Source: an optimization exercise on an open RTL-to-GDS flow (aim: small area, a short achievable clock period and few clock cycles per item). Production flows keep margins and buffers that such runs may drop.
Function was checked by simulation only, so behaviour that the tests miss may differ from the original.

Design le_lane, start of the top module:
module le_lane (
    input  wire         clk,
    input  wire         rst,         
    input  wire         start,
    output wire         ready,
    output reg          done,
    input  wire [1:0]   typ,         
    input  wire [2:0]   nnotch,      
    input  wire [1:0]   mode,        
    input  wire         xfer_i,      
    input  wire [379:0] notch_c,     
    input  wire [132:0] type_c,      
    input  wire [15:0]  umin,
    input  wire [15:0]  umax,
    input  wire [14:0]  dumax,
    input  wire [15:0]  r,
    input  wire [15:0]  y,
    input  wire [15:0]  v,
    input  wire [15:0]  t,
    input  wire [39:0]  integ_i,
    input  wire [15:0]  uprev_i,
    input  wire [15:0]  xs0_i,       
    input  wire [15:0]  xs1_i,       
    input  wire [255:0] nst_i,       
    output reg  [15:0]  u_o,
    output reg  [39:0]  integ_o,
    output reg  [15:0]  xs0_o,
    output reg  [15:0]  xs1_o,
    output reg  [255:0] nst_o,
    output reg          xfer_o,
    output reg          accsat,
    output reg          rlim,
    output reg          ulim
);
For scale: ~9,200 cells after synthesis, roughly 760 flip-flops, about 1,300 I/O pins.
clock: 18.0 ns
lec_check: 0
cap_margin: 20
core_margin: 2
core_utilization: 35
setup_slack_margin: 0.2
slew_margin: 20
run.sh (not shown) runs the stock make flow with config.mk's settings and CLKGATE_MAP_FILE= SYNTH_SCRIPT=/design/flow/synth_recipe.tcl, a recipe that flattens the netlist after the stock synthesis.
Testbench counts at the start, summed over its fixed seeds: cycles 49,367, samples 8,000.
Change:
--- a/flow/design.v
+++ b/flow/design.v
@@ -302,39 +302,40 @@
     end
     reg         dpos, dneg;      
     wire        big0 = (c0 == 23'h400000) && (e0 == 24'hC00000);
     wire        big1 = (c1 == 23'h400000) && (e1 == 24'hC00000);
     wire        big2 = (c2 == 23'h400000) && (e2 == 24'hC00000);
     wire [39:0] icl_a = iclamp(acca, uminr, umaxr);
     wire [39:0] icl_i = iclamp(sx40(integ_i), umin, umax);
     reg  [39:0] integ_r;         
     reg         accs_r;          
-    reg         ovf_r;           
-    wire        clo_in = ($signed(clo) > $signed(18'h38000));
-    wire        chi_in = ($signed(chi) < $signed(18'h07FFF));
+    wire        clo_in = (clo != 18'h38000);             
+    wire        chi_in = (chi != 18'h07FFF);             
     wire        rlo_in = ($signed(rlo) > $signed(18'h38000));
     wire        rhi_in = ($signed(rhi) < $signed(18'h07FFF));
+    wire [26:0] clo27  = {{9{clo[17]}}, clo};
+    wire [26:0] chi27  = {{9{chi[17]}}, chi};
+    wire [26:0] rlo27  = {{9{rlo[17]}}, rlo};
+    wire [26:0] rhi27  = {{9{rhi[17]}}, rhi};
     wire [26:0] qa     = {acca[41:16], acca[15] & !tie_a};
-    wire        fa     = (qa[26:17] == 10'h000) || (qa[26:17] == 10'h3FF);
-    wire        la_clo = (fa ? ($signed(qa[17:0]) < $signed(clo)) :  qa[26]) && clo_in;
-    wire        ga_chi = (fa ? ($signed(qa[17:0]) > $signed(chi)) : !qa[26]) && chi_in;
-    wire        la_rlo = (fa ? ($signed(qa[17:0]) < $signed(rlo)) :  qa[26]) && rlo_in;
-    wire        ga_rhi = (fa ? ($signed(qa[17:0]) > $signed(rhi)) : !qa[26]) && rhi_in;
+    wire        la_clo = ($signed(qa) < $signed(clo27)) && clo_in;
+    wire        ga_chi = ($signed(qa) > $signed(chi27)) && chi_in;
+    wire        la_rlo = ($signed(qa) < $signed(rlo27)) && rlo_in;
+    wire        ga_rhi = ($signed(qa) > $signed(rhi27)) && rhi_in;
     wire [15:0] ul_a   = la_clo ? clo[15:0] : ga_chi ? chi[15:0] : puta;
     wire        rlim_a = la_rlo | ga_rhi;
     wire        ulim_a = la_rlo ? rlo_cut : ga_rhi ? rhi_cut : (la_clo | ga_chi);
     wire        hold   = (dpos && ga_chi) || (dneg && la_clo);
     wire [26:0] qb     = {accb[41:16], accb[15] & !tie_b};
-    wire        fb     = (qb[26:17] == 10'h000) || (qb[26:17] == 10'h3FF);
-    wire        lb_clo = (fb ? ($signed(qb[17:0]) < $signed(clo)) :  qb[26]) && clo_in;
-    wire        gb_chi = (fb ? ($signed(qb[17:0]) > $signed(chi)) : !qb[26]) && chi_in;
-    wire        lb_rlo = (fb ? ($signed(qb[17:0]) < $signed(rlo)) :  qb[26]) && rlo_in;
-    wire        gb_rhi = (fb ? ($signed(qb[17:0]) > $signed(rhi)) : !qb[26]) && rhi_in;
+    wire        lb_clo = ($signed(qb) < $signed(clo27)) && clo_in;
+    wire        gb_chi = ($signed(qb) > $signed(chi27)) && chi_in;
+    wire        lb_rlo = ($signed(qb) < $signed(rlo27)) && rlo_in;
+    wire        gb_rhi = ($signed(qb) > $signed(rhi27)) && rhi_in;
     wire [15:0] ul_b   = lb_clo ? clo[15:0] : gb_chi ? chi[15:0] : putb;
     wire        rlim_b = lb_rlo | gb_rhi;
     wire        ulim_b = lb_rlo ? rlo_cut : gb_rhi ? rhi_cut : (lb_clo | gb_chi);
     wire [17:0] uc18   = {{2{u0bc[15]}}, u0bc};
     wire        lt_rlo = $signed(uc18) < $signed(rlo);
     wire        gt_rhi = $signed(uc18) > $signed(rhi);
     wire        lt_clo = $signed(uc18) < $signed(clo);
     wire        gt_chi = $signed(uc18) > $signed(chi);
     wire [15:0] ul_c   = lt_clo ? clo[15:0] : gt_chi ? chi[15:0] : u0bc;
@@ -391,30 +392,29 @@
             tie_a <= (s[14:0] == 15'd0);
         end
         if (op == O_Q) begin
             if (!bk)
                 cf <= big0 & big1 & big2;
             else
                 cf <= cf & big0;
         end
         xfer_o <= m_auto ? 1'b0 : xfer_i;
-        ovf_r <= !ready && law_r && (op == O_P2 || op == O_P4A || op == O_P4B ||
-                                     op == O_P5A || op == O_P5B) && ovf40(s);
         if (ready) begin
             integ_r <= integ_i;
             accs_r  <= 1'b0;
             ymr     <= y;
         end else begin
             if (pend) begin
                 ymr <= putb;
                 if (cf || bq_ovf) accs_r <= 1'b1;
             end
-            if (ovf_r)
+            if (law_r && (op == O_P2 || op == O_P4A || op == O_P4B ||
+                          op == O_P5A || op == O_P5B) && ovf40(s))
                 accs_r <= 1'b1;
             if (op == O_P3 && law_r)
                 integ_r <= icl_a;                
         end
         if (op == O_P2)
             xs0_o <= putb;
         else if (nop == O_L2)
             xs0_o <= e_cur;
         else if (ready)
@@ -423,19 +423,19 @@
             xs1_o <= putb;
         else if (ready)
             xs1_o <= xs1_i;
     end
     always @(*) begin
         done    = (op == O_PC);
         u_o     = law_r ? ul_a : ymode_r ? ul_b : ul_c;
         rlim    = law_r ? rlim_a : ymode_r ? rlim_b : rlim_c;
         ulim    = law_r ? ulim_a : ymode_r ? ulim_b : ulim_c;
-        accsat  = accs_r || ovf_r || (pend && (cf || bq_ovf));
+        accsat  = accs_r || (pend && (cf || bq_ovf));
         if (law_r && hold)
             integ_o = accb[39:0];                
         else if (pid_r && !law_r)
             integ_o = icl_a;                     
         else
             integ_o = integ_r;                   
     end
     reg  [63:0] y1r;             
     reg  [191:0] nsr;            
The changed run finished with timing, DRC and antenna clean. Via count shrinks by 2.2%. Wire length shrinks by 5.0%. Non-clock buffer count grows by 7. Core utilization barely changes. Synthesized cell count is about the same. Global-route usage shrinks by 3.2 points. Maximum frequency grows by 2.5%.
Testbench counts after the change, summed over its fixed seeds: cycles 49,367, samples 8,000.

==> what the ideal ports hide <==
Ports are ideal in the flow. The routed layouts listed here were re-timed in OpenROAD.
Step 1 sets driving cells, clkbuf_16 on the clock port and buf_2 on the other inputs (assumed; they add their load-dependent delay and slew).
Step 2, shift: input delay + t, output delay - t, t = (earliest + latest rising clock arrival at the registers) / 2. This alone moves slack from input paths to output paths.
Three values: no drivers, after step 1, after step 2; two values: the first two.
run	shift t [ns]	slack for setup (ns)	worst register clock-pin slew, ns	worst data-port slew with drivers (ns)	cell pins on the clock port's net
the first run	0.838	7.534 / 7.534 / 7.534	0.09 / 0.09	0.60	1
the second run	0.890	7.790 / 7.685 / 8.315	0.07 / 0.07	0.37	1
After both steps every run listed still meets setup and hold.
